From an optimization exercise on the open Yosys and OpenROAD flow, aimed at small area, a short achievable clock period and few clock cycles; shortcuts taken in it are not production practice. The RTL of this run was laid out without a check of its function.

===== config.mk =====
export PLATFORM = sky130hd
export DESIGN_NAME = thm_ff
export DESIGN_NICKNAME = thm_ff
export VERILOG_FILES = /design/flow/design.v
export SDC_FILE = /design/flow/constraint.sdc
export NUM_CORES = 4
export LEC_CHECK = 0
export ABC_CLOCK_PERIOD_IN_PS = 4000
export CAP_MARGIN = 20
export CORE_MARGIN = 2
export CORE_UTILIZATION = 40
export PLACE_DENSITY = 0.6
export SLEW_MARGIN = 20
export SYNTH_MEMORY_MAX_BITS = 8192

===== constraint.sdc =====
create_clock -name core_clock -period 12.0 [get_ports {clk}]
set_input_delay 2.4000 -clock core_clock [delete_from_list [all_inputs] [get_ports {clk}]]
set_output_delay 2.4000 -clock core_clock [all_outputs]
set_load 0.01 [all_outputs]

===== run.sh =====
#!/bin/bash
# synth_recipe.tcl (not shown) runs the flow's synth.tcl, then flattens the netlist and writes it again
# the make line also repeats each setting of config.mk as NAME=value (left out here)
make -C /OpenROAD-flow-scripts/flow DESIGN_CONFIG=/design/flow/config.mk WORK_HOME=/design/flow/orfs CLKGATE_MAP_FILE= SYNTH_SCRIPT=/design/flow/synth_recipe.tcl finish

===== design.v =====
module thm_ff (
    input  wire        clk,
    input  wire        rst,
    input  wire        cmd_valid,
    output wire        cmd_ready,
    input  wire [1:0]  cmd_op,
    input  wire [4:0]  cmd_idx,
    input  wire [15:0] cmd_data,
    input  wire [11:0] cmd_half,
    input  wire [7:0]  cmd_w0,
    input  wire [7:0]  cmd_w1,
    input  wire [7:0]  cmd_w2,
    input  wire [7:0]  cmd_w3,
    input  wire [15:0] cmd_gain,
    input  wire [15:0] cmd_dclk,
    input  wire [15:0] cmd_heat,
    input  wire [15:0] cmd_stamp,
    input  wire [1:0]  cmd_dist,
    input  wire        cmd_last,
    output reg         res_valid,
    output wire [15:0] res_q,
    output wire [15:0] res_ff
);
    localparam OP_FTAB = 2'd0;
    localparam OP_CFG  = 2'd1;
    localparam OP_CELL = 2'd2;
    localparam FQ = 3;                   
    reg rst_q;
    always @(posedge clk) rst_q <= rst;
    reg [11:0] half;
    reg [7:0]  w0, w1, w2, w3;
    reg [15:0] gain;
    reg        rdy;
    assign cmd_ready = rdy;
    wire take      = cmd_valid & rdy & ~rst;
    wire take_cell = take & (cmd_op == OP_CELL);
    wire take_last = take_cell & cmd_last;
    wire take_tc   = take & ~cmd_op[1];           
    reg        c_v;
    reg [15:0] c_dclk, c_stamp, c_heat;
    reg [1:0]  c_dist;
    reg        c_last;
    always @(posedge clk) begin
        c_v     <= take_cell & ~rst_q;
        c_dclk  <= cmd_dclk;
        c_stamp <= cmd_stamp;
        c_heat  <= cmd_heat;
        c_dist  <= cmd_dist;
        c_last  <= cmd_last;
    end
    reg        p_v;
    reg        p_cfg;
    reg [4:0]  p_idx;
    reg [15:0] p_data;
    reg [11:0] p_half;
    reg [31:0] p_w;
    reg [15:0] p_gain;
    always @(posedge clk) begin
        if (rdy) begin
            p_cfg  <= cmd_op[0];
            p_idx  <= cmd_idx;
            p_data <= cmd_data;
            p_half <= cmd_half;
            p_w    <= {cmd_w3, cmd_w2, cmd_w1, cmd_w0};
            p_gain <= cmd_gain;
        end
    end
    reg  [2:0]   ph;
    reg  [3:0]   clr_cnt;
    wire         clr = (clr_cnt != 4'd0);
    reg  [15:0]  rg [0:3][0:7];
    wire         ftab_go;
    integer s, k;
    always @(posedge clk) begin
        for (s = 0; s < 4; s = s + 1) begin
            for (k = 0; k < 7; k = k + 1) rg[s][k] <= rg[s][k+1];
            if (ftab_go && p_idx[4:3] == s)
                rg[s][7] <= p_data;
            else if (clr)
                rg[s][7] <= 16'd0;
            else
                rg[s][7] <= rg[s][0];
        end
    end
    always @(posedge clk) begin
        if (rst_q) begin
            ph      <= 3'd0;
            clr_cnt <= 4'd8;
        end else begin
            ph <= ph + 3'd1;
            if (clr) clr_cnt <= clr_cnt - 4'd1;
        end
    end
    wire [15:0] c_age = c_dclk - c_stamp;
    reg        pa_v;
    reg        pa_last;
    reg [1:0] pa_dist;
    reg        pa_ok;
    reg [15:0] pa_heat;
    reg [11:0] pa_r;
    reg [11:0] pa_dq;
    wire [11:0] ca_r = {1'b0, c_age[14:4]};
    wire [11:0] ca_dq = {c_age[3:0], 8'd0};
    always @(posedge clk) begin
        pa_v    <= c_v & ~rst_q;
        pa_last <= c_last;
        pa_dist <= c_dist;
        pa_heat <= c_heat;
        pa_ok   <= ~c_age[15] && ({1'b0, c_age[14:4]} < half);
        pa_r    <= ca_r;
        pa_dq   <= ca_dq;
    end
    reg        pd0_v;
    reg        pd0_last;
    reg [1:0] pd0_dist;
    reg        pd0_ok;
    reg [15:0] pd0_heat;
    reg [11:0] pd0_r;
    reg [11:0] pd0_dq;
    wire [12:0] pd0_r0_t = {pa_r, pa_dq[11]};
    wire [13:0] pd0_r0_u = {pd0_r0_t, 1'b1} + {({13{~pa_r[11]}} ^ {1'b0, half}), ~pa_r[11]};
    wire [12:0] pd0_r0_s = pd0_r0_u[13:1];
    wire [11:0] pd0_r0 = pd0_r0_s[11:0];
    wire [11:0] pd0_dq0 = {pa_dq[10:0], ~pd0_r0_s[12]};
    wire [12:0] pd0_r1_t = {pd0_r0, pd0_dq0[11]};
    wire [13:0] pd0_r1_u = {pd0_r1_t, 1'b1} + {({13{~pd0_r0[11]}} ^ {1'b0, half}), ~pd0_r0[11]};
    wire [12:0] pd0_r1_s = pd0_r1_u[13:1];
    wire [11:0] pd0_r1 = pd0_r1_s[11:0];
    wire [11:0] pd0_dq1 = {pd0_dq0[10:0], ~pd0_r1_s[12]};
    always @(posedge clk) begin
        pd0_v <= pa_v & ~rst_q;
        pd0_last <= pa_last;
        pd0_dist <= pa_dist;
        pd0_ok <= pa_ok;
        pd0_heat <= pa_heat;
        pd0_r  <= pd0_r1;
        pd0_dq <= pd0_dq1;
    end
    reg        pd1_v;
    reg        pd1_last;
    reg [1:0] pd1_dist;
    reg        pd1_ok;
    reg [15:0] pd1_heat;
    reg [11:0] pd1_r;
    reg [11:0] pd1_dq;
    wire [12:0] pd1_r0_t = {pd0_r, pd0_dq[11]};
    wire [13:0] pd1_r0_u = {pd1_r0_t, 1'b1} + {({13{~pd0_r[11]}} ^ {1'b0, half}), ~pd0_r[11]};
    wire [12:0] pd1_r0_s = pd1_r0_u[13:1];
    wire [11:0] pd1_r0 = pd1_r0_s[11:0];
    wire [11:0] pd1_dq0 = {pd0_dq[10:0], ~pd1_r0_s[12]};
    wire [12:0] pd1_r1_t = {pd1_r0, pd1_dq0[11]};
    wire [13:0] pd1_r1_u = {pd1_r1_t, 1'b1} + {({13{~pd1_r0[11]}} ^ {1'b0, half}), ~pd1_r0[11]};
    wire [12:0] pd1_r1_s = pd1_r1_u[13:1];
    wire [11:0] pd1_r1 = pd1_r1_s[11:0];
    wire [11:0] pd1_dq1 = {pd1_dq0[10:0], ~pd1_r1_s[12]};
    always @(posedge clk) begin
        pd1_v <= pd0_v & ~rst_q;
        pd1_last <= pd0_last;
        pd1_dist <= pd0_dist;
        pd1_ok <= pd0_ok;
        pd1_heat <= pd0_heat;
        pd1_r  <= pd1_r1;
        pd1_dq <= pd1_dq1;
    end
    reg        pd2_v;
    reg        pd2_last;
    reg [1:0] pd2_dist;
    reg        pd2_ok;
    reg [15:0] pd2_heat;
    reg [11:0] pd2_r;
    reg [11:0] pd2_dq;
    wire [12:0] pd2_r0_t = {pd1_r, pd1_dq[11]};
    wire [13:0] pd2_r0_u = {pd2_r0_t, 1'b1} + {({13{~pd1_r[11]}} ^ {1'b0, half}), ~pd1_r[11]};
    wire [12:0] pd2_r0_s = pd2_r0_u[13:1];
    wire [11:0] pd2_r0 = pd2_r0_s[11:0];
    wire [11:0] pd2_dq0 = {pd1_dq[10:0], ~pd2_r0_s[12]};
    wire [12:0] pd2_r1_t = {pd2_r0, pd2_dq0[11]};
    wire [13:0] pd2_r1_u = {pd2_r1_t, 1'b1} + {({13{~pd2_r0[11]}} ^ {1'b0, half}), ~pd2_r0[11]};
    wire [12:0] pd2_r1_s = pd2_r1_u[13:1];
    wire [11:0] pd2_r1 = pd2_r1_s[11:0];
    wire [11:0] pd2_dq1 = {pd2_dq0[10:0], ~pd2_r1_s[12]};
    always @(posedge clk) begin
        pd2_v <= pd1_v & ~rst_q;
        pd2_last <= pd1_last;
        pd2_dist <= pd1_dist;
        pd2_ok <= pd1_ok;
        pd2_heat <= pd1_heat;
        pd2_r  <= pd2_r1;
        pd2_dq <= pd2_dq1;
    end
    reg        pd3_v;
    reg        pd3_last;
    reg [1:0] pd3_dist;
    reg        pd3_ok;
    reg [15:0] pd3_heat;
    reg [11:0] pd3_r;
    reg [11:0] pd3_dq;
    wire [12:0] pd3_r0_t = {pd2_r, pd2_dq[11]};
    wire [13:0] pd3_r0_u = {pd3_r0_t, 1'b1} + {({13{~pd2_r[11]}} ^ {1'b0, half}), ~pd2_r[11]};
    wire [12:0] pd3_r0_s = pd3_r0_u[13:1];
    wire [11:0] pd3_r0 = pd3_r0_s[11:0];
    wire [11:0] pd3_dq0 = {pd2_dq[10:0], ~pd3_r0_s[12]};
    wire [12:0] pd3_r1_t = {pd3_r0, pd3_dq0[11]};
    wire [13:0] pd3_r1_u = {pd3_r1_t, 1'b1} + {({13{~pd3_r0[11]}} ^ {1'b0, half}), ~pd3_r0[11]};
    wire [12:0] pd3_r1_s = pd3_r1_u[13:1];
    wire [11:0] pd3_r1 = pd3_r1_s[11:0];
    wire [11:0] pd3_dq1 = {pd3_dq0[10:0], ~pd3_r1_s[12]};
    always @(posedge clk) begin
        pd3_v <= pd2_v & ~rst_q;
        pd3_last <= pd2_last;
        pd3_dist <= pd2_dist;
        pd3_ok <= pd2_ok;
        pd3_heat <= pd2_heat;
        pd3_r  <= pd3_r1;
        pd3_dq <= pd3_dq1;
    end
    reg        pd4_v;
    reg        pd4_last;
    reg [1:0] pd4_dist;
    reg        pd4_ok;
    reg [15:0] pd4_heat;
    reg [11:0] pd4_r;
    reg [11:0] pd4_dq;
    wire [12:0] pd4_r0_t = {pd3_r, pd3_dq[11]};
    wire [13:0] pd4_r0_u = {pd4_r0_t, 1'b1} + {({13{~pd3_r[11]}} ^ {1'b0, half}), ~pd3_r[11]};
    wire [12:0] pd4_r0_s = pd4_r0_u[13:1];
    wire [11:0] pd4_r0 = pd4_r0_s[11:0];
    wire [11:0] pd4_dq0 = {pd3_dq[10:0], ~pd4_r0_s[12]};
    wire [12:0] pd4_r1_t = {pd4_r0, pd4_dq0[11]};
    wire [13:0] pd4_r1_u = {pd4_r1_t, 1'b1} + {({13{~pd4_r0[11]}} ^ {1'b0, half}), ~pd4_r0[11]};
    wire [12:0] pd4_r1_s = pd4_r1_u[13:1];
    wire [11:0] pd4_r1 = pd4_r1_s[11:0];
    wire [11:0] pd4_dq1 = {pd4_dq0[10:0], ~pd4_r1_s[12]};
    always @(posedge clk) begin
        pd4_v <= pd3_v & ~rst_q;
        pd4_last <= pd3_last;
        pd4_dist <= pd3_dist;
        pd4_ok <= pd3_ok;
        pd4_heat <= pd3_heat;
        pd4_r  <= pd4_r1;
        pd4_dq <= pd4_dq1;
    end
    reg        pd5_v;
    reg        pd5_last;
    reg [1:0] pd5_dist;
    reg        pd5_ok;
    reg [15:0] pd5_heat;
    reg [11:0] pd5_r;
    reg [11:0] pd5_dq;
    wire [12:0] pd5_r0_t = {pd4_r, pd4_dq[11]};
    wire [13:0] pd5_r0_u = {pd5_r0_t, 1'b1} + {({13{~pd4_r[11]}} ^ {1'b0, half}), ~pd4_r[11]};
    wire [12:0] pd5_r0_s = pd5_r0_u[13:1];
    wire [11:0] pd5_r0 = pd5_r0_s[11:0];
    wire [11:0] pd5_dq0 = {pd4_dq[10:0], ~pd5_r0_s[12]};
    wire [12:0] pd5_r1_t = {pd5_r0, pd5_dq0[11]};
    wire [13:0] pd5_r1_u = {pd5_r1_t, 1'b1} + {({13{~pd5_r0[11]}} ^ {1'b0, half}), ~pd5_r0[11]};
    wire [12:0] pd5_r1_s = pd5_r1_u[13:1];
    wire [11:0] pd5_r1 = pd5_r1_s[11:0];
    wire [11:0] pd5_dq1 = {pd5_dq0[10:0], ~pd5_r1_s[12]};
    always @(posedge clk) begin
        pd5_v <= pd4_v & ~rst_q;
        pd5_last <= pd4_last;
        pd5_dist <= pd4_dist;
        pd5_ok <= pd4_ok;
        pd5_heat <= pd4_heat;
        pd5_r  <= pd5_r1;
        pd5_dq <= pd5_dq1;
    end
    reg [15:0] rom_t;
    always @(*) begin
        case (pd5_dq[7:0])
        8'd0: rom_t = 16'd0;
        8'd1: rom_t = 16'd65359;
        8'd2: rom_t = 16'd65182;
        8'd3: rom_t = 16'd65006;
        8'd4: rom_t = 16'd64830;
        8'd5: rom_t = 16'd64655;
        8'd6: rom_t = 16'd64480;
        8'd7: rom_t = 16'd64306;
        8'd8: rom_t = 16'd64132;
        8'd9: rom_t = 16'd63958;
        8'd10: rom_t = 16'd63785;
        8'd11: rom_t = 16'd63613;
        8'd12: rom_t = 16'd63441;
        8'd13: rom_t = 16'd63269;
        8'd14: rom_t = 16'd63098;
        8'd15: rom_t = 16'd62928;
        8'd16: rom_t = 16'd62757;
        8'd17: rom_t = 16'd62588;
        8'd18: rom_t = 16'd62419;
        8'd19: rom_t = 16'd62250;
        8'd20: rom_t = 16'd62081;
        8'd21: rom_t = 16'd61914;
        8'd22: rom_t = 16'd61746;
        8'd23: rom_t = 16'd61579;
        8'd24: rom_t = 16'd61413;
        8'd25: rom_t = 16'd61247;
        8'd26: rom_t = 16'd61081;
        8'd27: rom_t = 16'd60916;
        8'd28: rom_t = 16'd60751;
        8'd29: rom_t = 16'd60587;
        8'd30: rom_t = 16'd60423;
        8'd31: rom_t = 16'd60260;
        8'd32: rom_t = 16'd60097;
        8'd33: rom_t = 16'd59934;
        8'd34: rom_t = 16'd59772;
        8'd35: rom_t = 16'd59611;
        8'd36: rom_t = 16'd59449;
        8'd37: rom_t = 16'd59289;
        8'd38: rom_t = 16'd59128;
        8'd39: rom_t = 16'd58968;
        8'd40: rom_t = 16'd58809;
        8'd41: rom_t = 16'd58650;
        8'd42: rom_t = 16'd58491;
        8'd43: rom_t = 16'd58333;
        8'd44: rom_t = 16'd58176;
        8'd45: rom_t = 16'd58018;
        8'd46: rom_t = 16'd57861;
        8'd47: rom_t = 16'd57705;
        8'd48: rom_t = 16'd57549;
        8'd49: rom_t = 16'd57393;
        8'd50: rom_t = 16'd57238;
        8'd51: rom_t = 16'd57083;
        8'd52: rom_t = 16'd56929;
        8'd53: rom_t = 16'd56775;
        8'd54: rom_t = 16'd56622;
        8'd55: rom_t = 16'd56468;
        8'd56: rom_t = 16'd56316;
        8'd57: rom_t = 16'd56163;
        8'd58: rom_t = 16'd56012;
        8'd59: rom_t = 16'd55860;
        8'd60: rom_t = 16'd55709;
        8'd61: rom_t = 16'd55558;
        8'd62: rom_t = 16'd55408;
        8'd63: rom_t = 16'd55258;
        8'd64: rom_t = 16'd55109;
        8'd65: rom_t = 16'd54960;
        8'd66: rom_t = 16'd54811;
        8'd67: rom_t = 16'd54663;
        8'd68: rom_t = 16'd54515;
        8'd69: rom_t = 16'd54368;
        8'd70: rom_t = 16'd54221;
        8'd71: rom_t = 16'd54074;
        8'd72: rom_t = 16'd53928;
        8'd73: rom_t = 16'd53782;
        8'd74: rom_t = 16'd53637;
        8'd75: rom_t = 16'd53492;
        8'd76: rom_t = 16'd53347;
        8'd77: rom_t = 16'd53203;
        8'd78: rom_t = 16'd53059;
        8'd79: rom_t = 16'd52916;
        8'd80: rom_t = 16'd52773;
        8'd81: rom_t = 16'd52630;
        8'd82: rom_t = 16'd52488;
        8'd83: rom_t = 16'd52346;
        8'd84: rom_t = 16'd52204;
        8'd85: rom_t = 16'd52063;
        8'd86: rom_t = 16'd51922;
        8'd87: rom_t = 16'd51782;
        8'd88: rom_t = 16'd51642;
        8'd89: rom_t = 16'd51502;
        8'd90: rom_t = 16'd51363;
        8'd91: rom_t = 16'd51224;
        8'd92: rom_t = 16'd51085;
        8'd93: rom_t = 16'd50947;
        8'd94: rom_t = 16'd50810;
        8'd95: rom_t = 16'd50672;
        8'd96: rom_t = 16'd50535;
        8'd97: rom_t = 16'd50399;
        8'd98: rom_t = 16'd50262;
        8'd99: rom_t = 16'd50126;
        8'd100: rom_t = 16'd49991;
        8'd101: rom_t = 16'd49856;
        8'd102: rom_t = 16'd49721;
        8'd103: rom_t = 16'd49586;
        8'd104: rom_t = 16'd49452;
        8'd105: rom_t = 16'd49319;
        8'd106: rom_t = 16'd49185;
        8'd107: rom_t = 16'd49052;
        8'd108: rom_t = 16'd48920;
        8'd109: rom_t = 16'd48787;
        8'd110: rom_t = 16'd48655;
        8'd111: rom_t = 16'd48524;
        8'd112: rom_t = 16'd48393;
        8'd113: rom_t = 16'd48262;
        8'd114: rom_t = 16'd48131;
        8'd115: rom_t = 16'd48001;
        8'd116: rom_t = 16'd47871;
        8'd117: rom_t = 16'd47742;
        8'd118: rom_t = 16'd47613;
        8'd119: rom_t = 16'd47484;
        8'd120: rom_t = 16'd47356;
        8'd121: rom_t = 16'd47228;
        8'd122: rom_t = 16'd47100;
        8'd123: rom_t = 16'd46973;
        8'd124: rom_t = 16'd46846;
        8'd125: rom_t = 16'd46719;
        8'd126: rom_t = 16'd46593;
        8'd127: rom_t = 16'd46467;
        8'd128: rom_t = 16'd46341;
        8'd129: rom_t = 16'd46216;
        8'd130: rom_t = 16'd46091;
        8'd131: rom_t = 16'd45966;
        8'd132: rom_t = 16'd45842;
        8'd133: rom_t = 16'd45718;
        8'd134: rom_t = 16'd45594;
        8'd135: rom_t = 16'd45471;
        8'd136: rom_t = 16'd45348;
        8'd137: rom_t = 16'd45225;
        8'd138: rom_t = 16'd45103;
        8'd139: rom_t = 16'd44981;
        8'd140: rom_t = 16'd44859;
        8'd141: rom_t = 16'd44738;
        8'd142: rom_t = 16'd44617;
        8'd143: rom_t = 16'd44497;
        8'd144: rom_t = 16'd44376;
        8'd145: rom_t = 16'd44256;
        8'd146: rom_t = 16'd44137;
        8'd147: rom_t = 16'd44017;
        8'd148: rom_t = 16'd43898;
        8'd149: rom_t = 16'd43780;
        8'd150: rom_t = 16'd43661;
        8'd151: rom_t = 16'd43543;
        8'd152: rom_t = 16'd43425;
        8'd153: rom_t = 16'd43308;
        8'd154: rom_t = 16'd43191;
        8'd155: rom_t = 16'd43074;
        8'd156: rom_t = 16'd42958;
        8'd157: rom_t = 16'd42841;
        8'd158: rom_t = 16'd42726;
        8'd159: rom_t = 16'd42610;
        8'd160: rom_t = 16'd42495;
        8'd161: rom_t = 16'd42380;
        8'd162: rom_t = 16'd42265;
        8'd163: rom_t = 16'd42151;
        8'd164: rom_t = 16'd42037;
        8'd165: rom_t = 16'd41923;
        8'd166: rom_t = 16'd41810;
        8'd167: rom_t = 16'd41697;
        8'd168: rom_t = 16'd41584;
        8'd169: rom_t = 16'd41472;
        8'd170: rom_t = 16'd41360;
        8'd171: rom_t = 16'd41248;
        8'd172: rom_t = 16'd41136;
        8'd173: rom_t = 16'd41025;
        8'd174: rom_t = 16'd40914;
        8'd175: rom_t = 16'd40804;
        8'd176: rom_t = 16'd40693;
        8'd177: rom_t = 16'd40583;
        8'd178: rom_t = 16'd40473;
        8'd179: rom_t = 16'd40364;
        8'd180: rom_t = 16'd40255;
        8'd181: rom_t = 16'd40146;
        8'd182: rom_t = 16'd40037;
        8'd183: rom_t = 16'd39929;
        8'd184: rom_t = 16'd39821;
        8'd185: rom_t = 16'd39714;
        8'd186: rom_t = 16'd39606;
        8'd187: rom_t = 16'd39499;
        8'd188: rom_t = 16'd39392;
        8'd189: rom_t = 16'd39286;
        8'd190: rom_t = 16'd39180;
        8'd191: rom_t = 16'd39074;
        8'd192: rom_t = 16'd38968;
        8'd193: rom_t = 16'd38863;
        8'd194: rom_t = 16'd38757;
        8'd195: rom_t = 16'd38653;
        8'd196: rom_t = 16'd38548;
        8'd197: rom_t = 16'd38444;
        8'd198: rom_t = 16'd38340;
        8'd199: rom_t = 16'd38236;
        8'd200: rom_t = 16'd38133;
        8'd201: rom_t = 16'd38030;
        8'd202: rom_t = 16'd37927;
        8'd203: rom_t = 16'd37824;
        8'd204: rom_t = 16'd37722;
        8'd205: rom_t = 16'd37620;
        8'd206: rom_t = 16'd37518;
        8'd207: rom_t = 16'd37417;
        8'd208: rom_t = 16'd37316;
        8'd209: rom_t = 16'd37215;
        8'd210: rom_t = 16'd37114;
        8'd211: rom_t = 16'd37014;
        8'd212: rom_t = 16'd36914;
        8'd213: rom_t = 16'd36814;
        8'd214: rom_t = 16'd36715;
        8'd215: rom_t = 16'd36615;
        8'd216: rom_t = 16'd36516;
        8'd217: rom_t = 16'd36417;
        8'd218: rom_t = 16'd36319;
        8'd219: rom_t = 16'd36221;
        8'd220: rom_t = 16'd36123;
        8'd221: rom_t = 16'd36025;
        8'd222: rom_t = 16'd35928;
        8'd223: rom_t = 16'd35831;
        8'd224: rom_t = 16'd35734;
        8'd225: rom_t = 16'd35637;
        8'd226: rom_t = 16'd35541;
        8'd227: rom_t = 16'd35445;
        8'd228: rom_t = 16'd35349;
        8'd229: rom_t = 16'd35253;
        8'd230: rom_t = 16'd35158;
        8'd231: rom_t = 16'd35063;
        8'd232: rom_t = 16'd34968;
        8'd233: rom_t = 16'd34874;
        8'd234: rom_t = 16'd34779;
        8'd235: rom_t = 16'd34685;
        8'd236: rom_t = 16'd34591;
        8'd237: rom_t = 16'd34498;
        8'd238: rom_t = 16'd34405;
        8'd239: rom_t = 16'd34312;
        8'd240: rom_t = 16'd34219;
        8'd241: rom_t = 16'd34126;
        8'd242: rom_t = 16'd34034;
        8'd243: rom_t = 16'd33942;
        8'd244: rom_t = 16'd33850;
        8'd245: rom_t = 16'd33759;
        8'd246: rom_t = 16'd33667;
        8'd247: rom_t = 16'd33576;
        8'd248: rom_t = 16'd33486;
        8'd249: rom_t = 16'd33395;
        8'd250: rom_t = 16'd33305;
        8'd251: rom_t = 16'd33215;
        8'd252: rom_t = 16'd33125;
        8'd253: rom_t = 16'd33035;
        8'd254: rom_t = 16'd32946;
        8'd255: rom_t = 16'd32857;
        default: rom_t = 16'd0;
        endcase
    end
    reg        pt_v;
    reg        pt_last;
    reg [1:0] pt_dist;
    reg        pt_ok;
    reg [15:0] pt_heat;
    reg        pt_f0;
    reg [15:0] pt_t;
    reg [3:0] pt_e;
    always @(posedge clk) begin
        pt_v <= pd5_v & ~rst_q;
        pt_last <= pd5_last;
        pt_dist <= pd5_dist;
        pt_ok <= pd5_ok;
        pt_heat <= pd5_heat;
        pt_f0 <= (pd5_dq[7:0] == 8'd0);
        pt_t  <= rom_t;
        pt_e  <= pd5_dq[11:8];
    end
    wire [23:0] pt_pl = pt_heat * pt_t[7:0];
    reg        pm_v;
    reg        pm_last;
    reg [1:0] pm_dist;
    reg        pm_ok;
    reg [15:0] pm_heat;
    reg        pm_f0;
    reg [7:0] pm_th;
    reg [15:0] pm_pl;
    reg [3:0] pm_e;
    always @(posedge clk) begin
        pm_v <= pt_v & ~rst_q;
        pm_last <= pt_last;
        pm_dist <= pt_dist;
        pm_ok <= pt_ok;
        pm_heat <= pt_heat;
        pm_f0 <= pt_f0;
        pm_e <= pt_e;
        pm_th <= pt_t[15:8];
        pm_pl <= pt_pl[23:8];
    end
    wire [23:0] pm_ph = pm_heat * pm_th + {8'd0, pm_pl};
    reg        ph2_v;
    reg        ph2_last;
    reg [1:0] ph2_dist;
    reg        ph2_ok;
    reg [15:0] ph2_hm;
    reg [3:0] ph2_e;
    always @(posedge clk) begin
        ph2_v <= pm_v & ~rst_q;
        ph2_last <= pm_last;
        ph2_dist <= pm_dist;
        ph2_ok <= pm_ok;
        ph2_e <= pm_e;
        ph2_hm <= pm_f0 ? pm_heat : pm_ph[23:8];
    end
    reg  [7:0]  ph2_w;
    always @(*) begin
        case (ph2_dist)
        2'd0: ph2_w = w0;
        2'd1: ph2_w = w1;
        2'd2: ph2_w = w2;
        default: ph2_w = w3;
        endcase
        if (!ph2_ok) ph2_w = 8'd0;
    end
    reg        ps_v, ps_last;
    reg [15:0] ps_h;
    reg [7:0]  ps_w;
    always @(posedge clk) begin
        ps_v    <= ph2_v & ~rst_q;
        ps_last <= ph2_last;
        ps_h    <= ph2_hm >> ph2_e;
        ps_w    <= ph2_w;
    end
    reg  [29:0] acc;
    wire [29:0] acc_n  = acc + ps_w * ps_h;
    reg         fin_v;
    reg  [21:0] fin_q;
    always @(posedge clk) begin
        if (rst_q) begin
            acc   <= 30'd0;
            fin_v <= 1'b0;
        end else begin
            if (ps_v) acc <= ps_last ? 30'd0 : acc_n;
            fin_v <= ps_v & ps_last;
        end
        fin_q <= acc_n[29:8];
    end
    reg [15:0] fq [0:FQ-1];
    reg [1:0]  fcnt;
    wire [15:0] fin_qc = (fin_q[21:16] != 6'd0) ? 16'hFFFF : fin_q[15:0];
    wire        f_pop;
    integer j;
    always @(posedge clk) begin
        for (j = 0; j < FQ; j = j + 1) begin
            if (f_pop) begin
                if (fin_v && fcnt == j + 1) fq[j] <= fin_qc;
                else if (j < FQ - 1)        fq[j] <= fq[j+1];
            end else begin
                if (fin_v && fcnt == j)     fq[j] <= fin_qc;
            end
        end
        if (rst_q) fcnt <= 2'd0;
        else       fcnt <= fcnt + {1'd0, fin_v} - {1'd0, f_pop};
    end
    localparam F_IDLE = 3'd0, F_SUB = 3'd1, F_MUL1 = 3'd2, F_DEV = 3'd3, F_MUL2 = 3'd4, F_OUT = 3'd5;
    reg  [2:0]  fst;
    reg  [2:0]  fcn;
    reg  [15:0] u_q;                     
    reg  [15:0] u_lo;                    
    reg  signed [16:0] u_mc;             
    reg  signed [17:0] u_acc;
    reg  [15:0] u_m;                     
    wire [15:0] hq   = fq[0];
    wire [4:0]  hi_i = hq[15:11];
    wire [4:0]  hi_n = hi_i + 5'd1;
    assign f_pop = (fst == F_IDLE) && (fcnt != 2'd0) && !clr && (ph == hi_i[2:0]);
    wire [15:0] rd_lo = rg[hi_i[4:3]][0];
    wire [15:0] rd_hi = (hi_i == 5'd31) ? rd_lo : rg[hi_n[4:3]][1];
    wire signed [17:0] st1 = u_acc + (u_m[0] ? {u_mc[16], u_mc} : 18'sd0);
    wire signed [17:0] sa1 = st1 >>> 1;
    wire signed [17:0] st2 = sa1 + (u_m[1] ? {u_mc[16], u_mc} : 18'sd0);
    wire signed [17:0] sa2 = st2 >>> 1;
    wire [15:0]        m2  = {st2[0], st1[0], u_m[15:2]};
    wire [16:0] base  = {1'b0, u_lo} + u_acc[16:0];           
    wire signed [21:0] ffv = {u_acc, u_m[15:12]};             
    wire signed [22:0] ffr = 23'sd32768 + ffv;
    always @(posedge clk) begin
        res_valid <= 1'b0;
        if (rst_q) begin
            fst <= F_IDLE;
        end else begin
            case (fst)
            F_IDLE: if (f_pop) begin
                u_q   <= hq;
                u_lo  <= rd_lo;
                u_mc  <= {1'b0, rd_hi};
                u_m   <= {4'd0, hq[10:0], 1'b0};
                fst   <= F_SUB;
            end
            F_SUB: begin
                u_mc  <= u_mc - {1'b0, u_lo};
                u_acc <= 18'sd0;
                fcn   <= 3'd5;
                fst   <= F_MUL1;
            end
            F_MUL1: begin
                u_acc <= sa2;
                u_m   <= m2;
                fcn   <= fcn - 3'd1;
                if (fcn == 3'd0) fst <= F_DEV;
            end
            F_DEV: begin
                u_mc  <= {~base[15], ~base[15], base[14:0]};        
                u_acc <= 18'sd0;
                u_m   <= gain;
                fcn   <= 3'd7;
                fst   <= F_MUL2;
            end
            F_MUL2: begin
                u_acc <= sa2;
                u_m   <= m2;
                fcn   <= fcn - 3'd1;
                if (fcn == 3'd0) fst <= F_OUT;
            end
            F_OUT: begin
                u_mc      <= ffr[22] ? 17'd0 : (ffr[21:16] != 6'd0) ? 17'hFFFF : {1'b0, ffr[15:0]};
                res_valid <= ~rst;
                fst       <= F_IDLE;
            end
            default: fst <= F_IDLE;
            endcase
        end
    end
    assign res_q  = u_q;
    assign res_ff = u_mc[15:0];
    reg  [2:0] nseg;
    wire [2:0] nseg_n = nseg + {2'd0, take_last} - {2'd0, f_pop};
    wire pipe_busy = c_v | pa_v | pd0_v | pd1_v | pd2_v | pd3_v | pd4_v | pd5_v | pt_v | pm_v | ph2_v | ps_v | fin_v;
    wire f_rd      = !pipe_busy && fcnt == 2'd0;
    wire f_gn      = f_rd && fst != F_SUB && fst != F_MUL1;
    assign ftab_go = p_v && !p_cfg && f_rd && ph == p_idx[2:0];
    wire   cfg_go  = p_v &&  p_cfg && f_gn;
    wire   p_v_n   = take_tc | (p_v & ~ftab_go & ~cfg_go);
    wire pipe_busy_n = c_v | pa_v | pd0_v | pd1_v | pd2_v | pd3_v | pd4_v | pd5_v | pt_v | pm_v | ph2_v | (ps_v & ps_last);
    wire [1:0] fcnt_n = fcnt + {1'd0, fin_v} - {1'd0, f_pop};
    wire f_rd_n    = !pipe_busy_n && fcnt_n == 2'd0;
    wire f_gn_n    = f_rd_n && !f_pop && fst != F_SUB && !(fst == F_MUL1 && fcn != 3'd0);
    wire [2:0] ph_n  = ph + 3'd1;
    wire go_tc     = cmd_op[0] ? f_gn_n : (f_rd_n && ph_n == cmd_idx[2:0]);
    wire go_p      = p_cfg     ? f_gn_n : (f_rd_n && ph_n == p_idx[2:0]);
    wire rdy_p     = ~p_v | ftab_go | cfg_go | go_p;      
    wire rdy_c     = ~take_cell & (~p_v | ftab_go | cfg_go | go_p);
    always @(posedge clk) begin
        if (rst_q) begin
            nseg <= 3'd0;
            p_v  <= 1'b0;
            rdy  <= ~rst;
            half <= 12'd1;
            w0 <= 8'd0; w1 <= 8'd0; w2 <= 8'd0; w3 <= 8'd0;
            gain <= 16'd0;
        end else begin
            nseg <= nseg_n;
            p_v  <= p_v_n;
            rdy  <= ~rst & (take_tc ? go_tc : (~p_v_n | go_p)) & (nseg_n < FQ);
            if (cfg_go) begin
                if (p_half != 12'd0 && p_half <= 12'd2048) half <= p_half;
                w0 <= p_w[7:0]; w1 <= p_w[15:8]; w2 <= p_w[23:16]; w3 <= p_w[31:24];
                gain <= p_gain;
            end
        end
    end
endmodule

==> metrics.cfg <==
[run_status]
outcome = no timing/DRC/antenna violations

[detailed_routing]
ant_nets = 0
first_pass_iters = 6
drt-initial-drc-count = 3418
vias_per_cell = 5.12
wl_um = 150000
drcViolationCount = 0
num_vias = 43420
wire_per_inst_um = 17.7

[finish]
layout_commonest_cell = dfxtp_1
fillers = 14556
area_growth_pct = 13.3
drive_gt1_share_pct = 6.21
nets = 7131
utilization_pct = 45.7
mostFrequentLayoutCells = dfxtp_1 (1115), nand2_1 (618), inv_1 (540)

[sta]
fin_crit_ns = 5.78
fin_worst_skew_ns = 0.0451
rsz0062_at_grt = no
worst_pin_slew_ns = 1.06
slew_headroom_pct = 29.0
period_share_pct = 48.2
finalHoldViolations = 0
hold-worst-slack_ns = 0.309
final.setup.worst_slack_ns = 6.22
setup_tns_ns = 0
report.final.slew_viol_count = 0
setup-violations-final = 0
max_freq_mhz = 173

[synth]
syn_area_um2 = 63200
ys_top_cells_by_area = dfxtp_1 (36%), edfxtp_1 (9.5%), fa_1 (9.3%), ha_1 (7.7%), xnor2_1 (3.9%)
synth_fa_ha_area_share_pct = 17.0
synth_top_area_cell = dfxtp_1
synth_top_family_by_area = adder cells
synth_compound_area_share_pct = 11.9
synthesis.nets = 7062
muxShareOfSynthArea_pct = 2.74
synth_async_sr_flop_share_pct = 0
yosysUniqueCellTypes = 91
syn_area_per_cell_um2 = 10.1
yosysTopAreaCellShare_pct = 35.5
synthSimpleGateAreaFrac_pct = 13.2
synth-xor-area-share_pct = 5.13
synth_edf_count = 199
yosysWarnings = 3
synth-main-ff-cell = dfxtp_1
synth_seq_cells = 1320
syn_inst = 6241
synth_seq_area_share_pct = 45.0

[clocking]
cts_buffers = 136
cts_root_buf = clkbuf_16
cts_hold_buffers = 0
cts_buffer_depth = 3
cts_tree = done
htreeDepth = 4
cts_resized = 0
clkTransAtPathRegs_ns = 0.06
clk_latency_ns = 0.77
clock-sinks = 1320
postCtsSetupBuffers = 0

[setup_path]
endpoint_kind = flip-flop
critPathLaunchType = flip-flop
crit_required_ns = 12.65
worstSetupPathType = flip-flop to flip-flop
cp.arrival_ns = 6.43
path_max_fanout = 16

[placed_design]
dpl.hpwl_um = 108000
numPortBuffers = 170
gp_congestion = 0.909
dp_slack_ns = 6.18

[global_routing]
grt_pass1_wl_um = 240000
grt_start_max_net_pins = 95
grt_antenna_before_repair = 8
grt_overflow = 0
grt_pass1_vias = 43728
globalRouteTotalUtil_pct = 18.6

[die]
die_h_um = 401
start_util_pct = 40.4
die_w_um = 401
design.die.area_um2 = 161000
std_cell_rows = 145
core_area_um2 = 157000
io_pins = 171

[min_path]
hold_path_class = flip-flop to flip-flop

[run]
maxCapViolCount = 0

-- layout make-up --
class	count	area, um^2	share of cell area (%)
Multi-Input combinational cell	4091	31700	44.2
Clock buffer	194	4020	5.62
Antenna cell	4	10.0	0.0140
Clock inverter	58	781	1.09
Tap cell	2058	2570	3.60
Sequential cell	1320	28400	39.7
Inverter	544	2040	2.85
Timing Repair Buffer	217	2050	2.87
-- state kept, by name, indices dropped and copies added (netlist names), 17 cells and up --
register  cells
fin_q        22
fq           48
u_mc         17
u_acc        17
acc          30
p_w          32
rg          512
-- cell usage after synthesis, types with 30 or more instances --
| library cell | count |
|---|---|
| xnor2_1 | 280 |
| clkbuf_1 | 215 |
| a211oi_1 | 50 |
| and2_1 | 290 |
| buf_1 | 47 |
| o31ai_1 | 30 |
| nor2_1 | 405 |
| nor2b_1 | 61 |
| o21bai_1 | 42 |
| o211ai_1 | 52 |
| ha_1 | 389 |
| fa_1 | 295 |
| nor3_1 | 91 |
| a31oi_1 | 42 |
| a21oi_1 | 357 |
| nand3_1 | 105 |
| o21ai_0 | 261 |
| mux4_2 | 52 |
| dfxtp_1 | 1121 |
| nand2b_1 | 48 |
| edfxtp_1 | 199 |
| nand2_1 | 618 |
| a21o_1 | 75 |
| inv_1 | 542 |
| xor2_1 | 88 |
| mux2i_1 | 48 |
-- metrics by stage --
| step | instance area [um^2] | std cells |
|---|---|---|
| final | 71600 | 8486 |
| after global routing | 71600 | 8485 |
| after CTS | 71600 | 8482 |
| after detailed placement | 66800 | 8230 |
| after global placement | 66800 | 8230 |
| after floorplan | 63200 | 6241 |
-- path summary, 6_finish.rpt --
check,startpoint,to,slack (ns),depth (start not counted)
setup / recovery,ps_w[1],acc[23],6.22,20
hold / removal,rg[6][14],rg[5][14],0.31,0
setup reg to reg,ps_w[1],acc[23],6.22,20
hold reg to reg,rg[6][14],rg[5][14],0.31,0
-- logic make-up (layout without fill, tap and decap cells) --
logic type,Yosys count,in the layout
multiplexers,107,107
AO/OA/AOI/OAI,1171,1171
AND/OR/NAND/NOR,1760,1760
other,0,4
XOR/XNOR,369,369
buffers and inverters,830,1013
adder cells (fa/ha/maj),684,684
flip-flops,1320,1320
-- routing by layer --
metal / track usage [%] / up-vias / routed length, um
met3: 3.45 / 250 / 8320
met4: 6.28 / 0 / 4190
li1: - / 21174 / -
met2: 30.0 / 1037 / 68600
met1: 25.1 / 20959 / 69100
met5: 0 / - / 0
-- worst max-delay path, cell delays in order, from the launching register on --
cell and delay [ns]:
dfxtp_1 0.79, nand2_1 0.14, fa_1 0.51, inv_1 0.04, ha_1 0.26, ha_1 0.27
inv_1 0.04, fa_1 0.47, inv_1 0.04, ha_1 0.21, fa_1 0.46, a21o_1 0.20
a21oi_1 0.22, o21bai_1 0.13, a2111o_1 0.47, a31oi_1 0.27, o21ai_1 0.16, o41ai_1 0.40
nand4b_1 0.17, nand3_1 0.13, a31o_2 0.26

==> afterwards: timing with drivers on the ports <==
No port has a modelled driver above. Below, the same layout with a new extraction and two added sets of constraints.
Step 1: set_driving_cell puts a clkbuf_16 on clk and a buf_2 on each other input, an assumption about the parent block.
Step 2 times the ports against the registers' clock, not the clock port: input delays grow and output delays shrink by t, the midpoint of the rising clock arrivals with the driver on.
Three values: ideal, step 1, step 2; two values: the first two.
t (ns): 0.832
setup slack, ns: 6.219 / 6.219 / 6.219
worst setup path at the end: register to register
latest minus earliest clock arrival (ns): 0.051 / 0.050
worst slew at a driven data input, ns: 0.09
After both steps setup and hold are still met in this run. The setup slack of this run moves by 0.000 ns with the drivers and by 0.000 ns with both steps.
